What follows belongs to an exercise in optimizing a design on an open flow for small area, a short achievable clock period and few clock cycles; a production flow would make more cautious choices.
Only simulation tests tie the RTL to the original design; equivalence was not proved.
Power and IR drop assume default switching activity.

==> flow/design.v <==
module cdc_enc (
    input  wire        clk,
    input  wire        rst,
    input  wire        in_valid,
    output wire        in_ready,
    input  wire [63:0] in_data,
    input  wire        in_last,
    output wire        out_valid,
    input  wire        out_ready,
    output wire [63:0] out_data,
    output wire        out_last
);
    localparam [3:0] S_P1    = 4'd0,   
                     S_WID   = 4'd1,   
                     S_LEN   = 4'd2,   
                     S_CALC  = 4'd3,   
                     S_HDR0  = 4'd4,   
                     S_HDR1  = 4'd5,   
                     S_P2    = 4'd6,   
                     S_FLUSH = 4'd7,   
                     S_DRAIN = 4'd8;   
    reg [3:0] state;
    function [6:0] bitlen;
        input [63:0] v;
        integer k;
        begin
            bitlen = 7'd0;
            for (k = 0; k < 64; k = k + 1)
                if (v[k]) bitlen = k[6:0] + 7'd1;
        end
    endfunction
    function [63:0] zz;
        input [63:0] d;
        begin
            zz = {d[62:0], 1'b0} ^ {64{d[63]}};
        end
    endfunction
    reg [9:0]  cnt;         
    reg [63:0] x0;          
    reg [63:0] prev;        
    reg [63:0] mn, mx;      
    reg [63:0] or_d, or_x;  
    reg [63:0] prd, prx;    
    reg [9:0]  runs_n, runs_d, runs_x;
    wire in_fire = in_valid && in_ready;
    wire [63:0] diff = in_data - prev;
    wire [63:0] rd   = zz(diff);
    wire [63:0] rx   = in_data ^ prev;
    always @(posedge clk) begin
        if (state == S_P1 && in_fire) begin
            prev <= in_data;
            if (cnt == 10'd0) begin
                x0     <= in_data;
                mn     <= in_data;
                mx     <= in_data;
                or_d   <= 64'd0;
                or_x   <= 64'd0;
                runs_n <= 10'd1;
                runs_d <= 10'd0;
                runs_x <= 10'd0;
            end else begin
                if (in_data < mn) mn <= in_data;
                if (in_data > mx) mx <= in_data;
                or_d <= or_d | rd;
                or_x <= or_x | rx;
                prd  <= rd;
                prx  <= rx;
                if (in_data != prev)                 runs_n <= runs_n + 10'd1;
                if (cnt == 10'd1 || rd != prd)       runs_d <= runs_d + 10'd1;
                if (cnt == 10'd1 || rx != prx)       runs_x <= runs_x + 10'd1;
            end
        end else if (state == S_P2 && in_fire) begin
            prev <= in_data;
        end
    end
    reg  [6:0]  w_n, w_d, w_x;
    wire [9:0]  m_dx = cnt - 10'd1;
    always @(posedge clk) begin
        if (state == S_WID) begin
            w_n <= bitlen(mx - mn);
            w_d <= bitlen(or_d);
            w_x <= bitlen(or_x);
        end
    end
    wire [16:0] b_np = cnt    * w_n;
    wire [16:0] b_nr = runs_n * (w_n + 7'd9);
    wire [16:0] b_dp = m_dx   * w_d;
    wire [16:0] b_dr = runs_d * (w_d + 7'd9);
    wire [16:0] b_xp = m_dx   * w_x;
    wire [16:0] b_xr = runs_x * (w_x + 7'd9);
    reg  [10:0] q_np, q_nr, q_dp, q_dr, q_xp, q_xr;
    always @(posedge clk) begin
        if (state == S_LEN) begin
            q_np <= (b_np + 17'd63) >> 6;
            q_nr <= (b_nr + 17'd63) >> 6;
            q_dp <= (b_dp + 17'd63) >> 6;
            q_dr <= (b_dr + 17'd63) >> 6;
            q_xp <= (b_xp + 17'd63) >> 6;
            q_xr <= (b_xr + 17'd63) >> 6;
        end
    end
    reg [10:0] best_q;
    reg [1:0]  best_tr;
    reg        best_rle;
    reg [6:0]  best_w;
    always @* begin
        best_q = q_np; best_tr = 2'd0; best_rle = 1'b0; best_w = w_n;
        if (q_nr < best_q) begin best_q = q_nr; best_tr = 2'd0; best_rle = 1'b1; best_w = w_n; end
        if (q_dp < best_q) begin best_q = q_dp; best_tr = 2'd1; best_rle = 1'b0; best_w = w_d; end
        if (q_dr < best_q) begin best_q = q_dr; best_tr = 2'd1; best_rle = 1'b1; best_w = w_d; end
        if (q_xp < best_q) begin best_q = q_xp; best_tr = 2'd2; best_rle = 1'b0; best_w = w_x; end
        if (q_xr < best_q) begin best_q = q_xr; best_tr = 2'd2; best_rle = 1'b1; best_w = w_x; end
    end
    wire best_raw = (best_q + 11'd2) >= {1'b0, cnt};
    reg        raw;
    reg [1:0]  tr;
    reg        rle;
    reg [6:0]  width;
    reg [9:0]  words;      
    reg [63:0] base;
    reg [9:0]  count;
    always @(posedge clk) begin
        if (state == S_CALC) begin
            count <= cnt;
            raw   <= best_raw;
            if (best_raw) begin
                tr    <= 2'd0;
                rle   <= 1'b0;
                width <= 7'd0;
                words <= cnt;
                base  <= 64'd0;
            end else begin
                tr    <= best_tr;
                rle   <= best_rle;
                width <= best_w;
                words <= best_q[9:0];
                base  <= (best_tr == 2'd0) ? mn : x0;
            end
        end
    end
    wire [7:0]  flags    = raw ? 8'h01 : {4'd0, rle, tr, 1'b0};
    wire [15:0] body_len = {3'd0, words, 3'd0};
    wire [63:0] hdr0     = {body_len, 8'h00, 1'b0, width, 6'd0, count, flags, 8'hB5};
    reg [9:0]   cnt2;       
    reg [136:0] acc;        
    reg [7:0]   acc_n;      
    reg [9:0]   ob;         
    reg [63:0]  run_v;      
    reg [9:0]   run_l;      
    wire [63:0] res = (tr == 2'd0) ? (in_data - base) :
                      (tr == 2'd1) ? zz(diff) : rx;
    wire        has_res = (tr == 2'd0) || (cnt2 != 10'd0);
    wire body_valid = ((state == S_P2 || state == S_FLUSH) && acc_n >= 8'd64) ||
                      (state == S_DRAIN && acc_n != 8'd0);
    assign out_valid = (state == S_HDR0) || (state == S_HDR1) || body_valid;
    assign out_data  = (state == S_HDR0) ? hdr0 :
                       (state == S_HDR1) ? base : acc[63:0];
    assign out_last  = (state == S_HDR1) ? (words == 10'd0) :
                       (body_valid && ob == words - 10'd1);
    wire out_fire  = out_valid && out_ready;
    wire body_fire = body_valid && out_ready;
    wire [136:0] acc_sh = body_fire ? (acc >> 64) : acc;
    wire [7:0]   n_sh   = body_fire ? ((acc_n > 8'd64) ? acc_n - 8'd64 : 8'd0) : acc_n;
    assign in_ready = (state == S_P1) || (state == S_P2 && n_sh < 8'd64);
    reg        add;
    reg [72:0] fld;
    reg [6:0]  fw;
    always @* begin
        add = 1'b0;
        fld = 73'd0;
        fw  = 7'd0;
        if (state == S_P2 && in_fire) begin
            if (raw) begin
                add = 1'b1; fld = {9'd0, in_data}; fw = 7'd64;
            end else if (has_res && !rle) begin
                add = 1'b1; fld = {9'd0, res}; fw = width;
            end else if (has_res && rle && run_l != 10'd0 && res != run_v) begin
                add = 1'b1; fld = {run_v, 9'd0} | {64'd0, run_l[8:0] - 9'd1}; fw = width + 7'd9;
            end
        end else if (state == S_FLUSH && n_sh < 8'd64 && run_l != 10'd0) begin
            add = 1'b1; fld = {run_v, 9'd0} | {64'd0, run_l[8:0] - 9'd1}; fw = width + 7'd9;
        end
    end
    wire [136:0] acc_add = acc_sh | ({64'd0, fld} << n_sh);
    always @(posedge clk) begin
        if (rst) begin
            state <= S_P1;
            cnt   <= 10'd0;
        end else begin
            case (state)
            S_P1: if (in_fire) begin
                cnt <= cnt + 10'd1;
                if (in_last || cnt == 10'd511) state <= S_WID;
            end
            S_WID:  state <= S_LEN;
            S_LEN:  state <= S_CALC;
            S_CALC: state <= S_HDR0;
            S_HDR0: if (out_fire) state <= S_HDR1;
            S_HDR1: if (out_fire) begin
                state <= S_P2;
                cnt2  <= 10'd0;
                acc   <= 137'd0;
                acc_n <= 8'd0;
                ob    <= 10'd0;
                run_l <= 10'd0;
            end
            S_P2, S_FLUSH: begin
                if (add) begin
                    acc   <= acc_add;
                    acc_n <= n_sh + {1'b0, fw};
                end else begin
                    acc   <= acc_sh;
                    acc_n <= n_sh;
                end
                if (body_fire) ob <= ob + 10'd1;
                if (state == S_P2 && in_fire) begin
                    cnt2 <= cnt2 + 10'd1;
                    if (rle && has_res) begin
                        if (run_l == 10'd0 || res != run_v) begin
                            run_v <= res;
                            run_l <= 10'd1;
                        end else begin
                            run_l <= run_l + 10'd1;
                        end
                    end
                    if (cnt2 == count - 10'd1)
                        state <= rle ? S_FLUSH : S_DRAIN;
                end
                if (state == S_FLUSH && n_sh < 8'd64) begin
                    run_l <= 10'd0;
                    state <= S_DRAIN;
                end
            end
            S_DRAIN: begin
                if (acc_n == 8'd0) begin
                    state <= S_P1;
                    cnt   <= 10'd0;
                end else if (body_fire) begin
                    acc   <= acc_sh;
                    acc_n <= n_sh;
                    ob    <= ob + 10'd1;
                end
            end
            default: state <= S_P1;
            endcase
        end
    end
endmodule
==> flow/run.sh <==
#!/bin/bash
# synth_recipe.tcl (not shown) runs the flow's synth.tcl, then flattens the netlist and writes it again
# the make line also repeats each setting of config.mk as NAME=value (left out here)
make -C /OpenROAD-flow-scripts/flow DESIGN_CONFIG=/design/flow/config.mk WORK_HOME=/design/flow/orfs CLKGATE_MAP_FILE= SYNTH_SCRIPT=/design/flow/synth_recipe.tcl finish
==> flow/config.mk <==
export PLATFORM = sky130hd
export DESIGN_NAME = cdc_enc
export DESIGN_NICKNAME = cdc_enc
export VERILOG_FILES = /design/flow/design.v
export SDC_FILE = /design/flow/constraint.sdc
export NUM_CORES = 4
export LEC_CHECK = 0
export CAP_MARGIN = 20
export CORE_MARGIN = 2
export CORE_UTILIZATION = 40
export SLEW_MARGIN = 20
==> flow/constraint.sdc <==
create_clock -name core_clock -period 13.0 [get_ports {clk}]
set_input_delay 2.6000 -clock core_clock [delete_from_list [all_inputs] [get_ports {clk}]]
set_output_delay 2.6000 -clock core_clock [all_outputs]
set_load 0.01 [all_outputs]
==> run notes <==
----------------------------------------------------
[Run status]
  Status ... finished clean

[STA]
  Number of endpoints failing setup at the final stage ... 0
  Pins over their slew limit ... 0
  Actual slew at the worst max-slew pin ... 1.30 ns
  Clock skew ... 0.0476 ns
  Minimum clock period ... 12.16 ns
  Max Freq ... 0.0822 GHz
  Share of the clock period used by the worst path ... 0.936
  Number of hold violations in the final report ... 0
  Max-Slew Margin vs Limit ... 0.136

[Drt]
  DR iter-0 viols ... 11500
  Vias post-DR ... 82700
  Number of nets with antenna violations after detailed routing ... 0
  Routed length per instance ... 33.4 um
  Number of optimization iterations in the first detailed-route pass ... 9
  Post-route DRC violation count ... 0
  Number of vias per cell ... 6.36
  Total Routed Length ... 434 mm

[Clocking]
  Sink Count ... 977
  Depth of the CTS H-tree ... 3
  Maximum buffer depth of the clock tree ... 3
  Later-pin clock latency in the skew report ... 0.82 ns
  Total CTS buffers ... 118
  Clock transition at the registers of the reported paths ... 0.06 ns
  CTS root buffer ... clkbuf_16
  Number of buffers inserted by hold repair at cts ... 0
  CTS tree ... built

[Synthesis]
  Arithmetic-cell share of the synthesized area counting full adders, half adders and majority gates ... 0.154
  Synth cell count leaders ... nand2_1, edfxtp_1, nor2_1, inv_1, a21oi_1
  Main combinational cell family by area after synthesis ... compound AO/OA/AOI/OAI gates
  Area fraction in and, or, nand and nor cells after synthesis ... 0.172
  Synthesized netlist cell count ... 9861
  Count of state elements after synthesis ... 977
  Yosys warnings ... 1
  Number of library cell types mapped by synthesis ... 125
  Cells taking the most area after synthesis ... edfxtp_1, ha_1, fa_1, nand2_1, a21oi_1
  Ys async rst share ... 0
  Total nets after synthesis ... 10800
  Sequential share of the synthesized area ... 0.334
  Largest area contributor in the netlist ... edfxtp_1
  Most instantiated library cell after synthesis ... nand2_1
  Area share of the largest cell type after synthesis ... 0.331
  Xor-xnor portion of the synthesized cell area ... 0.0588
  Post-synthesis compound-gate area fraction ... 0.191
  Cell Area, Synth ... 0.0875 mm2
  Mux cell area share after synthesis ... 0.0279
  Avg Cell Area, Syn ... 8.87 um2
  Number of enable-type register cells in the synthesized netlist ... 963
  Post-synth top flop ... edfxtp_1

[Place]
  HPWL reported at the end of detailed placement ... 343 mm
  Placer congestion estimate ... 1.06
  Number of buffers inserted by port buffering ... 135
  Post-detailed-placement cell area ... 0.0938 mm2

[Setup path]
  Most frequent CP cell ... a21o_1
  Largest incremental delay on the critical path ... 0.39 ns
  CP max FO ... 8
  Worst setup path class ... reg2reg
  Data arrival time at the worst-slack endpoint ... 12.71 ns
  Crit path required time ... 13.55 ns
  Worst setup EP type ... flip-flop
  Element type at the critical path start ... flip-flop
  Worst flop-to-flop path startpoint ... q_np[1]
  Critical-path cell with the highest stage delay ... edfxtp_1
  Worst setup path startpoint ... q_np[1]

[Floorplan]
  Count of standard-cell rows ... 171
  Die boundary height ... 472 um
  I/O pin count ... 136
  Die W ... 472 um
  Total Die Area ... 0.222 mm2
  Core Area ... 0.217 mm2
  Starting density of the core ... 0.403

[Worst hold path]
  Path class of the lowest-slack min-delay path ... reg2reg
  Origin of the worst min-delay path ... acc[116]

[Final layout]
  Final cell area excluding filler cells ... 0.0982 mm2
  Largest register by flop count ... acc
  Layout overhead on the synthesized area ... 12.3%
  Net count reported at finish ... 11000
  Number of flip-flops under the largest register name ... 137
  Share of layout cells above drive strength 1 ... 0.0864
  Seq. cell area ... 0.0292 mm2
  Fill cell total of the finished layout ... 21100
  Area of the multi-input gates ... 0.0533 mm2

[GRT]
  Total grt overflow ... 0
  Antenna violations before repair ... 31
  Global-route usage over all layers ... 0.377
  Wire length of the first global-routing pass ... 599 mm
  Via count of the first global-routing pass ... 77900
  Largest net degree at the start of global routing ... 146

[Flow run]
  Number of max-capacitance violations reported ... 0

[Power and ir drop]
  Psw ... 17300 uW
  Share of power burned in combinational logic ... 0.717
  Switching part of the total power ... 0.506
  Share of power burned in registers ... 0.183
  Leakage power summed over all cells ... 0.0399 uW
  Total power ... 34200 uW
  Power per unit of standard cell area ... 348 mW/mm2
  VDD IR-drop max ... 0.000380 V
  Clock network power share ... 0.100
  Internal power ... 16900 uW

----------------------------------------------------
-- path summary, 6_finish.rpt --
path	endpoint	slack, ns	cells past startpoint
worst max-delay path	words[4]	0.84	69
worst min-delay path	acc[116]	0.56	1
worst max register to register	words[4]	0.84	69
worst min register to register	acc[116]	0.56	1
-- through the flow --
step / std cells / utilization / setup TNS (ns) / hold WS, ns / worst slack (ns)
5_1_grt: 13000 / 0.452 / -0.487 / 0.586 / -0.0601
2_1_floorplan: 9861 / - / 0 / 0.424 / 0.0368
6_report: 13000 / 0.452 / 0 / 0.560 / 0.838
3_3_place_gp: 12800 / 0.432 / 0 / 0.538 / 0.235
3_5_place_dp: 12800 / 0.432 / 0 / 0.549 / 0.374
4_1_cts: 13000 / 0.450 / 0 / 0.563 / 0.261
-- layout by cell type, fill, tap and decap left out, types with 40 or more instances in the layout --
| cell | count |
|---|---|
| a211oi_1 | 97 |
| a21o_1 | 140 |
| a21oi_1 | 704 |
| a21oi_2 | 41 |
| a22oi_1 | 96 |
| a31oi_1 | 75 |
| and2_1 | 226 |
| and3_1 | 58 |
| buf_4 | 419 |
| clkbuf_16 | 121 |
| clkdlybuf4s50_1 | 135 |
| edfxtp_1 | 963 |
| fa_1 | 289 |
| ha_1 | 611 |
| inv_1 | 877 |
| mux2i_1 | 189 |
| nand2_1 | 1003 |
| nand2b_1 | 91 |
| nand3_1 | 218 |
| nand4_1 | 142 |
| nor2_1 | 872 |
| nor2b_1 | 104 |
| nor3_1 | 244 |
| nor4_1 | 71 |
| o211ai_1 | 113 |
| o21a_1 | 123 |
| o21ai_0 | 423 |
| o21ai_1 | 40 |
| o21bai_1 | 50 |
| o22ai_1 | 121 |
| o31ai_1 | 63 |
| xnor2_1 | 374 |
| xor2_1 | 177 |
-- power by group through the flow --
stage                     Combinational, uW  Sequential [uW]  Clock (uW)
final                                 24500             6250        3440
after detailed placement              23200             6290           0
after CTS                             23400             6240        3450
after global placement                22900             6290           0
after floorplan                       15200             5840           0
after global routing                  27100             6300        3570
-- routing by layer --
layer  routed length (um)  vias up  global-route usage
met5                   95        -                   0
met3                47800     1024              0.0944
met4                34800       14               0.247
met2               183000     4967               0.562
met1               168000    41000               0.486
li1                     -    35700                   -
-- cell families after synthesis --
group	count (synthesis)
simple gates	3220
compound gates	2543
buf+inv	1414
flops	977
fa+ha+maj	901
xor+xnor	570
mux	236
-- worst max-delay path, delay by kind of cell (launching register included) --
| kind | cells | cell delay (ns) |
|---|---|---|
| adder cells (fa/ha/maj) | 6 | 1.32 |
| flip-flops | 1 | 0.39 |
| AO/OA/AOI/OAI | 34 | 5.88 |
| AND/OR/NAND/NOR | 12 | 1.20 |
| multiplexers | 6 | 1.56 |
| buffers and inverters | 11 | 1.51 |
-- final cells by class --
type / count / share of cell area
multi-input combinational: 7470 / 0.543
clock buffer: 141 / 0.0314
timing repair buffer: 575 / 0.0495
sequential: 977 / 0.297
inverter: 893 / 0.0342
tap: 2854 / 0.0363
antenna: 15 / 0.000382
clock inverter: 76 / 0.00796
-- repair_timing --
action	CTS	global route
buffers inserted	0	9
setup endpoints to repair	0	85
gates resized for setup	0	75
Testbench counts, summed over its fixed seeds: cycles 94,222.

-- re-timing with driven ports --
The flow's constraints put no driver on any port. The routed layout listed below was extracted and timed again, unchanged, in two steps. Step 1, drivers: a clkbuf_16 drives clk and a buf_2 each remaining input, both assumed. Step 2, shift: input delay + t, output delay - t, t = (earliest + latest rising clock arrival at the registers) / 2. This alone moves slack from input paths to output paths. Three values: ideal ports, drivers, drivers and shift; two values: the first two.
shift t [ns]: 0.900
setup slack, ns: 0.838 / 0.838 / 0.571
hold WS [ns]: 0.560 / 0.560 / 0.560
After both steps this run still meets setup and hold. For this run, drivers alone change the setup slack by 0.000 ns; drivers and shift together by -0.267 ns.
